Source: an optimization exercise on an open RTL-to-GDS flow (aim: small area and a short achievable clock period). Production flows keep margins and buffers that such runs may drop. In this exercise RTL edits were held to simulation tests only and were not proved equivalent to the original. Power and IR drop assume default switching activity.

## flow/run.sh

```bash
#!/bin/bash
# synth_recipe.tcl (not shown) runs the flow's synth.tcl, then flattens the netlist and writes it again
# the make line also repeats each setting of config.mk as NAME=value (left out here)
make -C /OpenROAD-flow-scripts/flow DESIGN_CONFIG=/design/flow/config.mk WORK_HOME=/design/flow/orfs CLKGATE_MAP_FILE= SYNTH_SCRIPT=/design/flow/synth_recipe.tcl finish
```

## flow/config.mk

```make
export PLATFORM = sky130hd
export DESIGN_NAME = lc8b10b_slot
export DESIGN_NICKNAME = lc8b10b_slot
export VERILOG_FILES = /design/flow/design.v
export SDC_FILE = /design/flow/constraint.sdc
export NUM_CORES = 4
export LEC_CHECK = 0
export ABC_AREA = 1
export CAP_MARGIN = 20
export CORE_MARGIN = 2
export CORE_UTILIZATION = 40
export SLEW_MARGIN = 20
```

## flow/constraint.sdc

```tcl
create_clock -name core_clock -period 175.0 [get_ports {clk}]
set_input_delay 35.0000 -clock core_clock [delete_from_list [all_inputs] [get_ports {clk}]]
set_output_delay 35.0000 -clock core_clock [all_outputs]
set_load 0.01 [all_outputs]
```

## flow/design.v

```verilog
module lc8b10b_slot (
    input  wire         clk,
    input  wire         rst,         
    input  wire         in_valid,
    input  wire         in_entry,    
    input  wire [159:0] in_sym,
    output wire         out_valid,
    output reg  [159:0] out_sym,     
    output reg  [127:0] out_data,    
    output reg  [15:0]  out_k,       
    output reg  [15:0]  out_err      
);
  reg [159:0] r_sym;
  reg [15:0]  r_err, r_okn;
  reg         r_valid, r_entry;
  reg         st_n, st_p, st_t;
  assign out_valid = r_valid;
  wire [15:0]  okn, okp, gn, gp;    
  wire [127:0] byt;                 
  wire [15:0]  kk, dfl, a6, mfj, mgh;
  genvar g;
  generate
    for (g = 0; g < 16; g = g + 1) begin : sym
      lc_rx_sym rx (.w(in_sym[10*g +: 10]), .okn(okn[g]), .okp(okp[g]), .gn(gn[g]), .gp(gp[g]));
      lc_tx_sym tx (.w(r_sym[10*g +: 10]), .byt(byt[8*g +: 8]), .kk(kk[g]), .dfl(dfl[g]),
                    .a6(a6[g]), .mfj(mfj[g]), .mgh(mgh[g]));
    end
  endgenerate
  reg [16:0] pn, pp, pt;
  reg [16:0] qn, qp, qt;
  reg [15:0] bad;
  reg [9:0]  w, msk;
  reg        nw, t;
  integer    i, l, m;
  always @* begin
    pn = {gn, st_n & ~in_entry};
    pp = {gp, st_p & ~in_entry};
    for (l = 0; l < 5; l = l + 1) begin
      qn = pn;
      qp = pp;
      for (i = 0; i < 17; i = i + 1)
        if ((i >> l) & 1) begin
          m = ((i >> l) << l) - 1;
          pn[i] = qn[i] | (~qp[i] & qn[m]);
          pp[i] = qp[i] | (~qn[i] & qp[m]);
        end
    end
    for (i = 0; i < 16; i = i + 1)
      bad[i] = ~((~pp[i] & okn[i]) | (~pn[i] & okp[i]));
  end
  always @* begin
    pt = {dfl & ~r_err, st_t & ~r_entry};
    for (l = 0; l < 5; l = l + 1) begin
      qt = pt;
      for (i = 0; i < 17; i = i + 1)
        if ((i >> l) & 1) begin
          m = ((i >> l) << l) - 1;
          pt[i] = qt[i] ^ qt[m];
        end
    end
    for (i = 0; i < 16; i = i + 1) begin
      out_err[i] = r_err[i];
      out_k[i]   = kk[i] | r_err[i];
      out_data[8*i +: 8] = r_err[i] ? 8'hFE : byt[8*i +: 8];
      w   = r_sym[10*i +: 10];
      msk = {mfj[i], mgh[i], mgh[i], mfj[i], {6{a6[i]}}};
      nw  = ~(pt[i] ^ r_okn[i]);
      t   = pt[i];
      if (r_err[i])
        out_sym[10*i +: 10] = {t, t, t, ~t, t, ~t, ~t, ~t, ~t, t};    
      else
        out_sym[10*i +: 10] = w ^ (msk & {10{nw}});
    end
  end
  always @(posedge clk) begin
    r_sym   <= in_sym;
    r_entry <= in_entry;
    r_err   <= bad;
    r_okn   <= okn;
    if (rst) begin
      r_valid <= 1'b0;
      st_n    <= 1'b0;
      st_p    <= 1'b0;
      st_t    <= 1'b0;
    end else begin
      r_valid <= in_valid;
      if (in_valid) begin
        st_n <= pn[16];
        st_p <= pp[16];
      end
      if (r_valid)
        st_t <= pt[16];
    end
  end
endmodule
module lc_rx_sym (input wire [9:0] w, output wire okn, output wire okp, output wire gn, output wire gp);
  wire new_n15, new_n16, new_n17, new_n18, new_n19, new_n20, new_n21, new_n22;
  wire new_n23, new_n24, new_n25, new_n26, new_n27, new_n28, new_n29, new_n30;
  wire new_n31, new_n32, new_n33, new_n34, new_n35, new_n36, new_n37, new_n38;
  wire new_n39, new_n40, new_n41, new_n42, new_n43, new_n44, new_n45, new_n46;
  wire new_n47, new_n48, new_n49, new_n50, new_n51, new_n52, new_n53, new_n54;
  wire new_n55, new_n56, new_n57, new_n58, new_n59, new_n60, new_n61, new_n62;
  wire new_n63, new_n64, new_n65, new_n66, new_n68, new_n69, new_n70, new_n71;
  wire new_n72, new_n73, new_n74, new_n75, new_n77, new_n78, new_n79, new_n80;
  wire new_n82, new_n83;
  assign new_n15 = w[4] & w[5];
  assign new_n16 = w[2] & w[3];
  assign new_n17 = w[0] & w[1];
  assign new_n18 = ~new_n16 & ~new_n17;
  assign new_n19 = ~w[2] & ~w[3];
  assign new_n20 = ~w[0] & ~w[1];
  assign new_n21 = ~new_n19 & ~new_n20;
  assign new_n22 = ~new_n18 & new_n21;
  assign new_n23 = ~new_n15 & ~new_n22;
  assign new_n24 = new_n18 & ~new_n21;
  assign new_n25 = ~w[4] & ~w[5];
  assign new_n26 = ~new_n24 & ~new_n25;
  assign new_n27 = ~new_n23 & new_n26;
  assign new_n28 = w[6] & w[7];
  assign new_n29 = ~w[6] & ~w[7];
  assign new_n30 = ~w[8] & ~w[9];
  assign new_n31 = ~new_n29 & ~new_n30;
  assign new_n32 = ~new_n28 & ~new_n31;
  assign new_n33 = new_n19 & new_n25;
  assign new_n34 = ~new_n15 & ~new_n33;
  assign new_n35 = ~w[4] & new_n24;
  assign new_n36 = new_n34 & ~new_n35;
  assign new_n37 = ~w[6] & ~new_n36;
  assign new_n38 = ~w[9] & new_n34;
  assign new_n39 = w[7] & w[8];
  assign new_n40 = ~new_n38 & new_n39;
  assign new_n41 = ~new_n37 & new_n40;
  assign new_n42 = ~new_n32 & ~new_n41;
  assign new_n43 = ~new_n27 & ~new_n42;
  assign new_n44 = w[8] & w[9];
  assign new_n45 = ~new_n28 & ~new_n44;
  assign new_n46 = ~new_n29 & ~new_n45;
  assign new_n47 = new_n15 & new_n16;
  assign new_n48 = ~new_n25 & ~new_n47;
  assign new_n49 = w[4] & new_n22;
  assign new_n50 = new_n48 & ~new_n49;
  assign new_n51 = w[6] & ~new_n50;
  assign new_n52 = w[9] & new_n48;
  assign new_n53 = ~w[7] & ~w[8];
  assign new_n54 = ~new_n52 & new_n53;
  assign new_n55 = ~new_n51 & new_n54;
  assign new_n56 = ~new_n46 & ~new_n55;
  assign new_n57 = new_n27 & ~new_n56;
  assign new_n58 = w[5] & new_n49;
  assign new_n59 = new_n23 & ~new_n26;
  assign new_n60 = ~w[2] & new_n20;
  assign new_n61 = w[2] & new_n17;
  assign new_n62 = w[3] & new_n61;
  assign new_n63 = ~new_n60 & ~new_n62;
  assign new_n64 = ~new_n59 & new_n63;
  assign new_n65 = ~new_n58 & new_n64;
  assign new_n66 = ~new_n57 & new_n65;
  assign okn = ~new_n43 & new_n66;
  assign new_n68 = ~new_n56 & ~new_n59;
  assign new_n69 = ~new_n42 & new_n59;
  assign new_n70 = ~w[5] & new_n35;
  assign new_n71 = ~w[3] & new_n60;
  assign new_n72 = ~new_n61 & ~new_n71;
  assign new_n73 = ~new_n27 & new_n72;
  assign new_n74 = ~new_n70 & new_n73;
  assign new_n75 = ~new_n69 & new_n74;
  assign okp = ~new_n68 & new_n75;
  assign new_n77 = ~new_n59 & ~new_n71;
  assign new_n78 = new_n31 & ~new_n45;
  assign new_n79 = ~new_n77 & ~new_n78;
  assign new_n80 = ~new_n31 & new_n45;
  assign gn = new_n79 | new_n80;
  assign new_n82 = ~new_n62 & ~new_n78;
  assign new_n83 = ~new_n27 & new_n82;
  assign gp = ~new_n80 & ~new_n83;
endmodule
module lc_tx_sym (input wire [9:0] w, output wire [7:0] byt, output wire kk, output wire dfl, output wire a6, output wire mfj, output wire mgh);
  wire new_n24, new_n25, new_n26, new_n27, new_n28, new_n29, new_n30, new_n31;
  wire new_n32, new_n33, new_n34, new_n35, new_n36, new_n37, new_n38, new_n39;
  wire new_n40, new_n41, new_n42, new_n43, new_n44, new_n45, new_n46, new_n47;
  wire new_n48, new_n49, new_n50, new_n51, new_n52, new_n53, new_n54, new_n55;
  wire new_n56, new_n57, new_n58, new_n59, new_n60, new_n62, new_n63, new_n64;
  wire new_n65, new_n66, new_n67, new_n68, new_n69, new_n70, new_n71, new_n72;
  wire new_n73, new_n74, new_n75, new_n76, new_n77, new_n78, new_n79, new_n80;
  wire new_n81, new_n82, new_n83, new_n84, new_n85, new_n86, new_n87, new_n89;
  wire new_n90, new_n91, new_n92, new_n93, new_n94, new_n95, new_n96, new_n97;
  wire new_n98, new_n100, new_n101, new_n102, new_n103, new_n104, new_n105, new_n106;
  wire new_n107, new_n108, new_n109, new_n110, new_n111, new_n113, new_n114, new_n115;
  wire new_n116, new_n117, new_n118, new_n119, new_n120, new_n121, new_n122, new_n124;
  wire new_n125, new_n126, new_n127, new_n128, new_n129, new_n130, new_n131, new_n132;
  wire new_n133, new_n134, new_n135, new_n136, new_n137, new_n138, new_n140, new_n141;
  wire new_n142, new_n143, new_n144, new_n145, new_n146, new_n147, new_n148, new_n149;
  wire new_n151, new_n152, new_n153, new_n155, new_n156, new_n157, new_n158, new_n159;
  wire new_n161, new_n162, new_n163, new_n164, new_n168, new_n169;
  assign new_n24 = ~w[2] & w[4];
  assign new_n25 = w[1] & ~new_n24;
  assign new_n26 = w[3] & w[5];
  assign new_n27 = ~new_n25 & ~new_n26;
  assign new_n28 = ~w[3] & ~w[5];
  assign new_n29 = ~new_n27 & ~new_n28;
  assign new_n30 = ~w[2] & ~w[4];
  assign new_n31 = ~w[5] & ~new_n30;
  assign new_n32 = ~w[3] & w[4];
  assign new_n33 = w[3] & ~w[4];
  assign new_n34 = ~new_n32 & ~new_n33;
  assign new_n35 = ~w[1] & w[5];
  assign new_n36 = ~new_n34 & new_n35;
  assign new_n37 = ~new_n31 & ~new_n36;
  assign new_n38 = w[0] & ~new_n37;
  assign new_n39 = ~new_n29 & new_n38;
  assign new_n40 = w[1] & w[3];
  assign new_n41 = ~w[5] & new_n40;
  assign new_n42 = new_n30 & new_n41;
  assign new_n43 = w[1] & w[2];
  assign new_n44 = ~w[1] & ~w[2];
  assign new_n45 = ~new_n43 & ~new_n44;
  assign new_n46 = w[0] & w[1];
  assign new_n47 = ~new_n45 & ~new_n46;
  assign new_n48 = w[3] & ~new_n47;
  assign new_n49 = ~w[3] & ~new_n45;
  assign new_n50 = ~w[4] & w[5];
  assign new_n51 = ~new_n49 & new_n50;
  assign new_n52 = ~new_n48 & new_n51;
  assign new_n53 = ~new_n42 & ~new_n52;
  assign new_n54 = w[0] & w[3];
  assign new_n55 = ~w[0] & ~w[3];
  assign new_n56 = ~new_n54 & ~new_n55;
  assign new_n57 = w[5] & new_n56;
  assign new_n58 = ~new_n32 & new_n57;
  assign new_n59 = new_n24 & new_n58;
  assign new_n60 = new_n53 & ~new_n59;
  assign byt[0] = new_n39 | ~new_n60;
  assign new_n62 = w[4] & w[5];
  assign new_n63 = ~new_n54 & ~new_n62;
  assign new_n64 = w[4] & new_n63;
  assign new_n65 = ~new_n43 & new_n63;
  assign new_n66 = ~w[4] & ~w[5];
  assign new_n67 = ~new_n44 & ~new_n55;
  assign new_n68 = ~new_n66 & new_n67;
  assign new_n69 = ~new_n65 & new_n68;
  assign new_n70 = new_n65 & ~new_n68;
  assign new_n71 = ~new_n69 & ~new_n70;
  assign new_n72 = ~new_n62 & ~new_n66;
  assign new_n73 = ~new_n45 & ~new_n56;
  assign new_n74 = ~new_n72 & new_n73;
  assign new_n75 = new_n71 & ~new_n74;
  assign new_n76 = ~new_n64 & ~new_n75;
  assign new_n77 = w[1] & ~new_n76;
  assign new_n78 = ~w[5] & ~new_n56;
  assign new_n79 = ~w[4] & ~new_n57;
  assign new_n80 = ~new_n78 & new_n79;
  assign new_n81 = w[2] & ~w[3];
  assign new_n82 = new_n80 & new_n81;
  assign new_n83 = new_n36 & ~new_n71;
  assign new_n84 = ~new_n41 & ~new_n58;
  assign new_n85 = ~w[2] & ~new_n84;
  assign new_n86 = ~new_n83 & ~new_n85;
  assign new_n87 = ~new_n82 & new_n86;
  assign byt[1] = new_n77 | ~new_n87;
  assign new_n89 = w[2] & new_n26;
  assign new_n90 = w[1] & ~new_n89;
  assign new_n91 = new_n80 & new_n90;
  assign new_n92 = w[0] & ~w[5];
  assign new_n93 = ~new_n32 & ~new_n92;
  assign new_n94 = ~w[1] & ~new_n93;
  assign new_n95 = ~new_n64 & ~new_n94;
  assign new_n96 = w[2] & ~new_n95;
  assign new_n97 = ~new_n25 & new_n58;
  assign new_n98 = ~new_n96 & ~new_n97;
  assign byt[2] = new_n91 | ~new_n98;
  assign new_n100 = w[0] & w[5];
  assign new_n101 = ~w[3] & ~new_n100;
  assign new_n102 = ~new_n80 & new_n101;
  assign new_n103 = ~w[4] & new_n100;
  assign new_n104 = ~new_n31 & ~new_n45;
  assign new_n105 = ~new_n103 & new_n104;
  assign new_n106 = ~new_n26 & ~new_n92;
  assign new_n107 = new_n43 & ~new_n106;
  assign new_n108 = ~new_n32 & new_n100;
  assign new_n109 = new_n45 & new_n108;
  assign new_n110 = ~new_n107 & ~new_n109;
  assign new_n111 = ~new_n105 & new_n110;
  assign byt[3] = ~new_n102 & new_n111;
  assign new_n113 = ~w[4] & new_n75;
  assign new_n114 = w[1] & new_n26;
  assign new_n115 = w[0] & new_n29;
  assign new_n116 = ~new_n114 & ~new_n115;
  assign new_n117 = ~new_n113 & new_n116;
  assign new_n118 = ~w[0] & new_n44;
  assign new_n119 = new_n53 & new_n118;
  assign new_n120 = new_n28 & ~new_n46;
  assign new_n121 = ~new_n75 & new_n120;
  assign new_n122 = ~new_n119 & ~new_n121;
  assign byt[4] = new_n117 & new_n122;
  assign new_n124 = new_n34 & ~new_n72;
  assign new_n125 = ~w[8] & w[9];
  assign new_n126 = w[8] & ~w[9];
  assign new_n127 = ~new_n125 & ~new_n126;
  assign new_n128 = w[6] & ~w[7];
  assign new_n129 = ~w[6] & w[7];
  assign new_n130 = ~new_n128 & ~new_n129;
  assign new_n131 = new_n127 & ~new_n130;
  assign new_n132 = ~w[7] & ~w[8];
  assign new_n133 = w[7] & w[8];
  assign new_n134 = ~new_n132 & ~new_n133;
  assign new_n135 = new_n72 & ~new_n134;
  assign new_n136 = new_n131 & new_n135;
  assign new_n137 = ~new_n75 & new_n136;
  assign new_n138 = ~new_n124 & ~new_n137;
  assign kk = byt[4] & ~new_n138;
  assign new_n140 = w[1] & kk;
  assign new_n141 = ~new_n127 & ~new_n130;
  assign new_n142 = new_n140 & new_n141;
  assign new_n143 = new_n131 & new_n134;
  assign new_n144 = ~w[6] & ~w[9];
  assign new_n145 = ~new_n125 & ~new_n144;
  assign new_n146 = ~new_n143 & new_n145;
  assign new_n147 = ~new_n132 & ~new_n146;
  assign new_n148 = new_n142 & ~new_n147;
  assign new_n149 = ~new_n142 & new_n147;
  assign byt[5] = ~new_n148 & ~new_n149;
  assign new_n151 = ~new_n140 & new_n141;
  assign new_n152 = new_n147 & ~new_n151;
  assign new_n153 = ~new_n147 & new_n151;
  assign byt[6] = ~new_n152 & ~new_n153;
  assign new_n155 = ~new_n125 & new_n134;
  assign new_n156 = ~new_n141 & ~new_n155;
  assign new_n157 = ~new_n126 & ~new_n142;
  assign new_n158 = new_n126 & new_n142;
  assign new_n159 = ~new_n157 & ~new_n158;
  assign byt[7] = new_n156 | new_n159;
  assign new_n161 = new_n134 & new_n146;
  assign new_n162 = ~new_n141 & ~new_n161;
  assign new_n163 = ~new_n75 & new_n162;
  assign new_n164 = new_n75 & ~new_n162;
  assign dfl = ~new_n163 & ~new_n164;
  assign a6 = ~new_n75 | new_n124;
  assign mgh = kk | ~new_n141;
  assign new_n168 = ~new_n72 & ~new_n134;
  assign new_n169 = ~a6 & new_n168;
  assign mfj = mgh & ~new_n169;
endmodule
```

==> run notes <==
-- report_power, final --
part	internal (mW)	total (mW)	switching (mW)	leakage [nW]
Sequential	0.0486	0.0565	0.00790	1.66
Clock	0.0219	0.0421	0.0201	0.284
Combinational	0.104	0.245	0.141	12.9
-- registers in the layout, indices dropped and copies added (netlist names) --
| name | cells |
|---|---|
| r_sym | 160 |
| r_entry | 1 |
| r_okn | 16 |
| st_p | 1 |
| st_n | 1 |
| r_err | 16 |
| st_t | 1 |
| r_valid | 1 |
-- synthesized netlist by cell type, types with 31 or more instances --
library cell / instances
a21oi_1: 229
clkbuf_1: 37
dfxtp_1: 197
ha_1: 176
inv_1: 599
nand2_1: 1076
nand2_2: 32
nand3_1: 537
nor2_1: 395
nor3_1: 86
o21ai_0: 336
o221ai_1: 31
o22ai_1: 34
xor2_1: 34
-- worst max-delay path, cell delays in order, from the launching register on --
cell and delay [ns]:
dfxtp_1 0.48, clkinv_1 0.30, ha_1 0.32, nor2_1 0.09, nand2_1 0.05, nand3_1 0.08
nand2_1 0.09, nor2_1 0.38, nand2_1 0.13, nand3_1 0.14, nand2_1 0.07, nand2_1 0.10
nand2_1 0.07, nand2_2 0.07, nand2_1 0.06, nand2_2 0.38, nand2_1 0.23, nand2_2 0.12
nand2_1 0.06, nand2_2 0.20, nand2_1 0.18, nand2_1 0.11, nand3_1 0.09, nand2_1 0.11
clkdlybuf4s50_1 0.55
-- per-stage QoR --
step           hold WS [ns]  setup slack (ns)
3_3_place_gp          0.508            135.54
6_report              0.543            135.01
5_1_grt               0.576            134.58
2_1_floorplan         0.459            137.16
3_5_place_dp          0.515            135.63
4_1_cts               0.536            135.05
-- area by class of cell --
type	instances	area, um2
flip-flops and latches	197	3940
diodes	8	20.0
clock inverters	13	146
clock buffers	19	453
well taps	773	967
inverters	644	2420
multi-input cells	3312	17300
fillers	6183	29100
repair buffers	484	4840
-- per-layer routing --
metal | vias to the layer above | global-route usage (%) | wire, um
met5 | - | 0 | 73
met4 | 10 | 11.4 | 3310
met3 | 147 | 5.03 | 6090
met2 | 1093 | 47.6 | 42000
met1 | 13400 | 37.1 | 40800
li1 | 15000 | - | -
-- worst paths after layout --
path / cells past startpoint / slack, ns / endpoint
worst max-delay path: 24 / 135.01 / out_sym[81]
worst min-delay path: 3 / 0.54 / st_t
worst max register to register: 21 / 171.48 / st_t
worst min register to register: 3 / 0.54 / st_t
-- logic make-up after synthesis --
group,Yosys count
AO/OA/AOI/OAI,851
XOR/XNOR,51
adder cells (fa/ha/maj),176
buffers and inverters,705
flip-flops,197
AND/OR/NAND/NOR,2234
==> impl_metrics.toml <==
[outcome]
status = "no timing/DRC/antenna violations"

[detailed_routing]
drt_iter0_drc = 2414
dr.pass1.iters = 6
antenna_left = 0
vias = 29700
drc_errors = 0
vias_per_cell = 5.44
wl_um = 92300
post_drt_wl_per_cell_um = 16.9

[critical_path]
endpoint_kind = "output port"
worstPathMaxFanout = 13
cp.required_ns = 140.00
critPathArrivalTime_ns = 4.99
crit_path_start = "r_sym[61]"
reg2reg_from = "r_sym[61]"
path_class = "flip-flop to output port"
start_kind = "flip-flop"

[synthesis]
ys.flop_type = "dfxtp_1"
synth_area_leaders = "nand2_1 (17%), dfxtp_1 (16%), nand3_1 (11%), inv_1 (9.4%), ha_1 (9.2%)"
synthesis.area_um2 = 24000
synth-simple-area-share_pct = 40.2
synth-xor-area-share_pct = 1.92
synth_top_family_by_area = "simple AND/OR/NAND/NOR gates"
synth_seq_cells = 197
synth-edff-count = 0
yosysSeqAreaShare_pct = 16.4
synth_compound_area_share_pct = 20.9
avgSynthCellArea_um2 = 5.70
synth-async-reset-ratio_pct = 0
synth_warnings = 1
synth_mux_area_share_pct = 0
synth_top_area_share_pct = 16.8
synthCells = 4214
ys_types = 57
synth_fa_ha_area_share_pct = 9.16
synth_fp_nets = 4554
yosys.area.top_type = "nand2_1"

[final_layout]
layout_commonest_cell = "nand2_1"
drive_gt1_share_pct = 2.91
layout_common_cells = "nand2_1 (1076), inv_1 (599), nand3_1 (537)"
syn_to_final_growth_pct = 25.4
fin_cells = 5450
nets = 4996
fin_util_pct = 50.9
stdcell_area_um2 = 30100

[power_and_ir_drop]
ir_drop_mv = 0.00859
fin_total_pwr_uw = 344
pwr_density_cell_nw_per_um2 = 11.4
p_leak_nw = 14.8

[worst_hold_path]
hold_class = "flip-flop to flip-flop"
worst_hold_startpoint = "r_valid"

[clock_network]
cts.sinks = 197
clk_latency_ns = 0.51
clk_pin_slew_ns = 0.08
numCtsBuffers = 17
postCtsHoldBufs = 0
clockBufferDepth = 2
cts_root_buf = "clkbuf_16"
cts_max_level = 4
cts_resized = 0
cts_tree = "done"
post_cts_buffers = 0

[floorplan]
die_h_um = 249
core_region_area_um2 = 59200
dieArea_um2 = 62000
start_util_pct = 40.6
pin_count = 485
rows = 89
chipWidth_um = 249

[sta]
worstMarginPinSlew_ns = 1.00
fin_tns_setup_ns = 0
finalClockSkew_ns = 0.00990
drv_slew = 0
period_share_pct = 22.8
finalCriticalPeriod_ns = 39.99
maxSlewHeadroom_pct = 32.5
rsz0062_at_grt = "no"
max_freq_mhz = 25.0
hold_viol = 0
setup_viol = 0

[global_route]
grt-ovfl-total = 0
grt_max_degree = 21
grt_use_total_pct = 28.8
antenna_found_initial = 13
grt_pass1_wl_um = 146000
grt_pass1_vias = 27200

[place]
gp_congestion = 0.970
port_buffers = 484
dpl.cell_count = 5410
post-dp-hpwl_um = 76900
place_area_um2 = 29500

[run]
maxCapViolations = 0

-- afterwards: timing with drivers on the ports --
How much do the figures lean on ideal ports? The routed layout below was timed once more, with nothing changed but the port constraints. Step 1: set_driving_cell puts a clkbuf_16 on clk and a buf_2 on each other input, an assumption about the parent block. Step 2 also shifts input and output timing later by t, the mid clock arrival at the registers, as if the neighbouring blocks saw the same clock. a / b / c = no drivers / after step 1 / after step 2; a / b = the first two.
t, ns: 0.569
slack for setup (ns): 135.013 / 134.951 / 135.520
worst register clock-pin slew, ns: 0.08 / 0.08
After both steps setup and hold are still met in this run. For this run, drivers alone change the setup slack by -0.062 ns; drivers and shift together by +0.507 ns.
